This is an optimization exercise on Yosys and OpenROAD, whose aim is small area, a short achievable clock period and few clock cycles per item, not a production implementation. In this exercise RTL edits were held to simulation tests only and were not proved equivalent to the original.

## flow/design.v (module list and top-level ports; edited modules follow where they fit)
// module cvu_unit: 5979 lines
module cvu_unit (
    input             clk,
    input             rst,
    input             cfg_valid,
    input      [2:0]  cfg_preset,
    input      [6:0]  cfg_width,
    input             cfg_refin,
    input             cfg_refout,
    input             cfg_sym10,
    input      [63:0] cfg_poly,
    input      [63:0] cfg_init,
    input      [63:0] cfg_xor,
    input             in_valid,
    output            in_ready,
    input      [63:0] in_data,
    input      [3:0]  in_count,
    input             in_last,
    output reg        res_valid,
    output reg [63:0] res_data
);
  // ...
==> flow/flow/run.sh <==
#!/bin/bash
# The standard layout (standard.sh: unchanged synthesis and steps) with two
# changes in how it is made:
#  - the port buffers buffer_ports inserts are plain buf_2 cells instead of
#    the delay buffers (clkdlybuf4s50_1) it picks by default;
set -euo pipefail
export BUFFER_PORTS_ARGS="-buffer_cell sky130_fd_sc_hd__buf_2"
export SETUP_SLACK_MARGIN=42.3
export SKIP_LAST_GASP=1
bash standard.sh > standard.log 2>&1
==> flow/standard.sh <==
#!/bin/bash
# synth_recipe.tcl (not shown) runs the flow's synth.tcl, then flattens the netlist and writes it again
# the make line also repeats each setting of config.mk as NAME=value (left out here)
make -C /OpenROAD-flow-scripts/flow DESIGN_CONFIG=/design/flow/config.mk WORK_HOME=/design/flow/orfs CLKGATE_MAP_FILE= SYNTH_SCRIPT=/design/flow/synth_recipe.tcl "${@:-finish}"
==> flow/config.mk <==
export PLATFORM = sky130hd
export DESIGN_NAME = cvu_unit
export DESIGN_NICKNAME = cvu_unit
export VERILOG_FILES = /design/flow/design.v
export SDC_FILE = /design/flow/constraint.sdc
export NUM_CORES = 4
export LEC_CHECK = 0
export CAP_MARGIN = 20
export CORE_MARGIN = 2
export CORE_UTILIZATION = 50
export SLEW_MARGIN = 20
==> flow/constraint.sdc <==
create_clock -name core_clock -period 54.0 [get_ports {clk}]
set_input_delay 10.8000 -clock core_clock [delete_from_list [all_inputs] [get_ports {clk}]]
set_output_delay 10.8000 -clock core_clock [all_outputs]
set_load 0.01 [all_outputs]
==> summary.md, run 1 <==
| Metric | Value |
|---|---|
| CP bufs+invs | `1` |
| Root buf cell | `clkbuf_16` |
| Req. time, crit path | `43.20 ns` |
| Number of max-cap violations | `0` |
| Area delta synth->final | `10.0%` |
| # diodes | `49` |
| Final Skew | `0.0720 ns` |
| Area occupied by multi-input gates | `64,500 um^2` |
| R2R Path Start | `sel_i` |
| RSZ-0062 raised after global routing | `yes` |
| Post-synth top flop | `dfxtp_1` |
| Number of synthesized flops with an enable pin | `272` |
| Crit path max fanout | `2` |
| HP Class | `flop to flop` |
| Fraction of the mapped netlist area in compound gates | `0.130` |
| Mux contribution to synthesized area | `0.0679` |
| Avg WL per Cell | `38.7 um` |
| Cell Area, Synth | `83,400 um^2` |
| CTS tree | `yes` |
| Status | `no timing/DRC/antenna violations` |
| Crit start category | `flop` |
| Inverters | `81` |
| Layout Cells excl Fill | `12,343` |
| Vias in the first global route | `76,101` |
| Setup WS post-layout | `41.97 ns` |
| Largest family of logic cells by synthesized area | `XOR/XNOR gates` |
| Post-Synth XOR/XNOR Area | `0.404` |
| GR Util met3 | `0.266` |
| Core Rows | `149` |
| Yosys warns | `1` |
| Starting Density | `0.504` |
| Period minus WS final | `12.03 ns` |
| Routed vias/inst | `6.86` |
Testbench counts, summed over its fixed seeds: cycles 21,575, beats 21,116.
==> run 2: changes to the inputs <==
--- a/flow/design.v
+++ b/flow/design.v
@@ -20,21 +20,21 @@
 );
     integer i, j, k;
     reg  [63:0] d_q;
     reg  [8:0]  rs_q;    
     reg  [7:0]  thb_q;   
     reg  [6:0]  ths_q;   
     reg         l_q, v_q, rdy_q;
     reg         in_ready_r;
+    reg         nrdy_r;      
     reg  [2:0]  p_q;
     reg  [6:0]  w_q;
     reg         ri_q, ro_q, s10_q;
     reg         cv_q;
-    reg  [63:0] rg_poly, rg_init, rg_xor;
     assign in_ready = in_ready_r;
     reg  [63:0] G;       
     reg  [63:0] I;       
     reg  [63:0] H;       
     reg  [63:0] X;       
     reg  [6:0]  W;       
     reg         refin, refout, sym10;
     reg         cs2, cs3, cs4, cs5;    
@@ -44,18 +44,18 @@
     reg         nwt;     
     reg         res_pend;
     reg  [6:0]  e_w;
     reg         e_ri, e_ro, e_s10;
     reg  [63:0] e_x, e_g, e_i, e_h;
     always @* begin
         e_w = (w_q == 7'd0) ? 7'd1 : (w_q > 7'd64) ? 7'd64 : w_q;
         e_ri = ri_q; e_ro = ro_q; e_s10 = s10_q;
-        e_x = rg_xor;
-        e_g = rg_poly; e_i = rg_init; e_h = 64'h0;
+        e_x = H;
+        e_g = G; e_i = I; e_h = 64'h0;
         case (p_q)
             3'd0: ;
             3'd1: begin
                 e_w = 7'd32; e_ri = 1'b1; e_ro = 1'b1; e_s10 = 1'b0;
                 e_x = 64'h00000000FFFFFFFF;
                 e_g = 64'h04C11DB700000000; e_i = 64'hFFFFFFFF00000000;
                 e_h = 64'hB4E5B025F7011641;
             end
@@ -5906,26 +5906,27 @@
     end
     always @(posedge clk) begin
         d_q   <= in_data;
         rs_q  <= rs_nx;
         thb_q <= thb_nx;
         ths_q <= ths_nx;
         l_q   <= in_last;
         v_q   <= in_valid;
-        rdy_q <= in_ready_r;
+        rdy_q <= ~nrdy_r;
         p_q   <= cfg_preset;
         w_q   <= cfg_width;
         ri_q  <= cfg_refin;
         ro_q  <= cfg_refout;
         s10_q <= cfg_sym10;
-        rg_poly <= cfg_poly;
-        rg_init <= cfg_init;
-        rg_xor  <= cfg_xor;
-        if (cv_q) begin
+        if (cfg_valid) begin
+            G <= cfg_poly;
+            I <= cfg_init;
+            H <= cfg_xor;
+        end else if (cv_q) begin
             G <= e_g;
             I <= e_i;
             H <= e_h;
         end else begin
             if (cs2) G <= rot_out;
             if (cs3) I <= rot_out;
             if (cs2) H <= f_new;
             if (cs5) H <= t;
@@ -5948,31 +5949,35 @@
         res_data <= (refout ? run_rev : rot_out) ^ X;
         if (rst) begin
             cv_q       <= 1'b0;
             cs2        <= 1'b0;
             cs3        <= 1'b0;
             cs4        <= 1'b0;
             cs5        <= 1'b0;
             in_ready_r <= 1'b1;
+            nrdy_r     <= 1'b0;
             in_span    <= 1'b0;
             sel_i      <= 1'b1;
             nwt        <= 1'b0;
             res_pend   <= 1'b0;
             res_valid  <= 1'b0;
         end else begin
             cv_q      <= cfg_valid;
             cs2       <= cv_q & ~preset_q & ~cfg_valid;
             cs3       <= cs2 & ~cfg_valid;
             cs4       <= cs3 & ~cfg_valid;
             cs5       <= cs4 & ~cfg_valid;
-            if (cfg_valid)
+            if (cfg_valid) begin
                 in_ready_r <= (cfg_preset != 3'd0);
-            else if (cs4)
+                nrdy_r     <= (cfg_preset == 3'd0);
+            end else if (cs4) begin
                 in_ready_r <= 1'b1;
+                nrdy_r     <= 1'b0;
+            end
             if (beat)
                 in_span <= ~l_q;
             sel_i     <= ~(beat ? ~l_q : in_span) & ~(cs2 | cs3 | cs4);
             nwt       <= (cs2 | cs3 | cs4) & ~cfg_valid;
             res_pend  <= beat & l_q;
             res_valid <= res_pend;
         end
     end
==> run 2 against run 1 <==
  * Sequential share of layout area decreased by 3.7 points
  * Global-route usage up 4.0 points
  * Fmax hardly changed
  * Final cell count rose by 1.6%
  * Hold slack improved by 0.0034 ns
  * Count of clock-buffer cells in the layout shrank 36
  * Largest cell class unchanged
==> summary.md, run 2 <==
| Metric | Value |
|---|---|
| Status | `no timing/DRC/antenna violations (unchanged)` |
| DRT Wirelength | `495,000 um (was 477,000 um)` |
| Most numerous cell in the Yosys netlist | `xnor2_1 (unchanged)` |
| Yosys warns | `1 (unchanged)` |
| Floorplan core area | `160,000 um^2 (was 165,000 um^2)` |
| Synth top area share | `0.224 (was 0.196)` |
| DRC viols | `0 (unchanged)` |
| Crit path max-delay family | `XOR/XNOR gates (was flip-flops)` |
| Post-Syn Nets | `10,380 (was 10,154)` |
| Slew Limit Fails | `0 (unchanged)` |
| Setup total negative slack | `0 ns (unchanged)` |
| CTS tree | `yes (unchanged)` |
| Post-Syn Instances | `10,091 (was 9,865)` |
| Largest net degree at the start of global routing | `118 (was 99)` |
| Worst Tran Pin Value | `1.45 ns (was 1.39 ns)` |
| DIE WIDTH | `406 um (was 412 um)` |
| Avg WL per Cell | `39.5 um (was 38.7 um)` |
| Tcrit/Tclk final | `0.223 (about the same)` |
| Total CTS buffers | `52 (was 70)` |
| R2r endpoint | `run[37] (was run[45])` |
| Bufs on Longest Clock Path | `3 (unchanged)` |
| Synth Area in Simple Gates | `0.179 (was 0.163)` |
| Core Rows | `147 (was 149)` |
| CTS Sinks | `510 (was 701)` |
| Final hold vios | `0 (unchanged)` |
| Via count | `86,881 (was 84,668)` |
| Crit. End Element | `flop (was primary output)` |
| Seq/Total Area, Yosys | `0.160 (was 0.201)` |
| Layout cell share with drive strength beyond 1 | `0.129 (was 0.118)` |
| Period minus WS final | `12.04 ns (was 12.03 ns)` |
| Synth Register Bits | `510 (was 701)` |
| Setup violations, final | `0 (unchanged)` |
| Vias in the first global route | `79,479 (was 76,101)` |
| Critical path type | `flop to flop (was flop to primary output)` |
| Antenna Violating Nets Remaining | `0 (unchanged)` |
| Layout filler cell count | `14,839 (was 15,093)` |
| Post-synth top cells | `2,061 x xnor2_1, 1,506 x nor2_1, 1,300 x nand2_1, 737 x a21oi_1 (was 1,867 x xnor2_1, 1,514 x nor2_1, 1,237 x nand2_1, 651 x a21oi_1, 526 x xor2_1)` |
| Netlist cell types | `104 (was 94)` |
| Placed Cells | `12,377 (was 12,155)` |
| Setup WS post-layout | `41.96 ns (was 41.97 ns)` |
| Req. time, crit path | `54.51 ns (was 43.20 ns)` |
| Crit start category | `flop (unchanged)` |
| Die Area | `165,000 um^2 (was 170,000 um^2)` |
| CP bufs+invs | `4 (was 1)` |
| Initial DRC Count | `17,293 (was 17,428)` |
| Number of synthesized flops with an enable pin | `272 (unchanged)` |
| Number of max-cap violations | `0 (unchanged)` |
| Sequential cell area | `13,000 um^2 (was 16,800 um^2)` |
| Die Y-Extent | `406 um (was 412 um)` |
| Critical Path Stages | `28 (was 1)` |
| Crit. Startpoint | `refin (was in_ready_r)` |
| Largest family of logic cells by synthesized area | `XOR/XNOR gates (unchanged)` |
| Synth async-reset ratio | `0 (unchanged)` |
| Root buf cell | `clkbuf_16 (unchanged)` |
| GRT Resource Usage Total | `0.581 (was 0.541)` |
| Arrival @ worst endpoint | `12.55 ns (was 1.23 ns)` |
| Reg clk slew, reported paths | `0.07 ns (was 0.06 ns)` |
| Mux contribution to synthesized area | `0.0688 (was 0.0679)` |
| Cell Area, Synth | `80,700 um^2 (was 83,400 um^2)` |
| Dpl hpwl | `382,000 um (was 366,000 um)` |
| Worst Reg-to-Reg Cells | `28 (was 26)` |
| Area delta synth->final | `10.4% (was 10.0%)` |
| Post-synthesis area per instance | `7.99 um^2 (was 8.45 um^2)` |
| Final core utilization | `0.555 (about the same)` |
| RSZ-0062 raised after global routing | `yes (unchanged)` |
| Nets | `10,578 (was 10,337)` |
| Post-synth top flop | `edfxtp_1 (was dfxtp_1)` |
| Area occupied by multi-input gates | `65,400 um^2 (was 64,500 um^2)` |
| Worst setup endpoint | `run[37] (was in_ready)` |
| H-tree depth | `2 (was 3)` |
| Place WS | `40.62 ns (was 42.01 ns)` |
| Total grt overflow | `0 (unchanged)` |
| R2R Path Start | `refin (was sel_i)` |
| Ports | `344 (unchanged)` |
| Slew HR | `0.0233 (was 0.0701)` |
| DRT Pass-1 Iters | `15 (was 14)` |
| Commonest non-fill, non-tap cell in the layout | `xnor2_1 (unchanged)` |
| IO buf count | `343 (unchanged)` |
| Layout Cells excl Fill | `12,544 (was 12,343)` |
| Post-Synth XOR/XNOR Area | `0.413 (was 0.404)` |
| Routability cong. | `1.16 (was 1.17)` |
| Max incr delay on CP | `1.03 ns (was 0.43 ns)` |
| Post-Synth Adder-Cell Area | `0.00171 (was 0.00165)` |
| Fraction of the mapped netlist area in compound gates | `0.139 (was 0.130)` |
| HP Class | `flop to flop (unchanged)` |
| Initial antenna violation count | `71 (was 54)` |
| Clk latency of the worst-skew pair | `0.69 ns (was 0.73 ns)` |
| Reg2reg setup slack | `41.96 ns (was 42.05 ns)` |
| Commonest non-fill, non-tap cells in the layout | `2,036 x xnor2_1, 1,499 x nor2_1, 1,296 x nand2_1 (was 1,839 x xnor2_1, 1,509 x nor2_1, 1,234 x nand2_1)` |
| Slowest cell on crit path | `xnor2_1 (was dfxtp_4)` |
| Crit path max fanout | `69 (was 2)` |
| Top post-synthesis cells by area | `xnor2_1 22%, edfxtp_1 10%, xnor3_1 10%, nor2_1 7.0%, mux2i_1 6.1% (was xnor2_1 20%, xnor3_1 13%, dfxtp_1 10%, edfxtp_1 9.8%, nor2_1 6.8%)` |
| Most used cell, CP | `xnor2_1` |
| Max Freq | `83.1 MHz (about the same)` |
| Final Skew | `0.0546 ns (was 0.0720 ns)` |
| First-pass GRT wire length | `658,000 um (was 636,000 um)` |
| Synth area leader | `xnor2_1 (unchanged)` |
| Routed vias/inst | `6.93 (was 6.86)` |
| Starting Density | `0.503 (was 0.504)` |
## run 2: changes by cell type after synthesis, sizes merged, moves of 42 or more
cell	delta
a211o	-89
a21oi	+91
xnor2	+225
nand2	+65
nor2b	+42
xnor3	-101
inv	+56
o21ai	+54
dfxtp	-191
## run 2: area by class of cell
cell class / instances / area share
Antenna cell: 54 / 0.00152
Clock buffer: 64 / 0.0160
Clock inverter: 31 / 0.00405
Inverter: 134 / 0.00566
Multi-Input combinational cell: 8797 / 0.735
Sequential cell: 510 / 0.146
Tap cell: 2160 / 0.0303
Timing Repair Buffer: 794 / 0.0617
## run 2: layer usage
metal	routed length, um	vias up	global-route usage
met5	1300	-	0.0532
met1	163000	41009	0.652
met2	188000	8547	0.780
li1	-	34469	-
met4	59300	47	0.526
met3	84100	2809	0.309
## run 2: how the worst min path moves through the flow
stage,start,endpoint,depth (start not counted)
2_1_floorplan,nrdy_r,rdy_q,1
3_3_place_gp,res_pend,res_valid,1
3_5_place_dp,nrdy_r,rdy_q,1
4_1_cts,nrdy_r,rdy_q,1
5_1_grt,nrdy_r,rdy_q,1
6_report,nrdy_r,rdy_q,1
## run 2: cell families (layout without fill, tap and decap cells)
logic type | count (synthesis) | in the layout
AO/OA/AOI/OAI | 1755 | 1755
XOR/XNOR | 3062 | 3062
adder cells (fa/ha/maj) | 11 | 11
buffers and inverters | 785 | 1023
flip-flops | 510 | 510
multiplexers | 548 | 548
other | 0 | 54
AND/OR/NAND/NOR | 3420 | 3421
## run 2: repair_timing
action	CTS	global route
gates cloned	2	3
gates resized for setup	72	43
setup endpoints to repair	420	188
hold buffers	0	0
setup buffers	1	8
pin swaps	1	2
## run 2: through the flow
stage          hold slack [ns]  instance area, um^2
2_1_floorplan            0.353                80900
3_3_place_gp             0.419                86200
3_5_place_dp             0.418                86300
4_1_cts                  0.427                88400
5_1_grt                  0.432                89000
6_report                 0.443                89100
Testbench counts of run 2, summed over its fixed seeds: cycles 21,575, beats 21,116.

re-timing with driven ports:
Ports are ideal in the flow. The routed layouts listed here were re-timed in OpenROAD. Step 1 assumes that a clkbuf_16 drives the clock port and a buf_2 every other input. Step 2, shift: input delay + t, output delay - t, t = (earliest + latest rising clock arrival at the registers) / 2. This alone moves slack from input paths to output paths. Three values: ideal, step 1, step 2; two values: the first two.
| run | t, ns | setup slack, ns | cell pins on the clock port's net |
|---|---|---|---|
| run 1 | 0.772 | 41.969 / 41.893 / 42.054 | 1 |
| run 2 | 0.754 | 41.964 / 41.910 / 41.651 | 1 |
After both steps setup and hold are still met in every run listed. The setup slack of run 2, which loses most, moves by -0.054 ns with the drivers and by -0.313 ns with both steps.
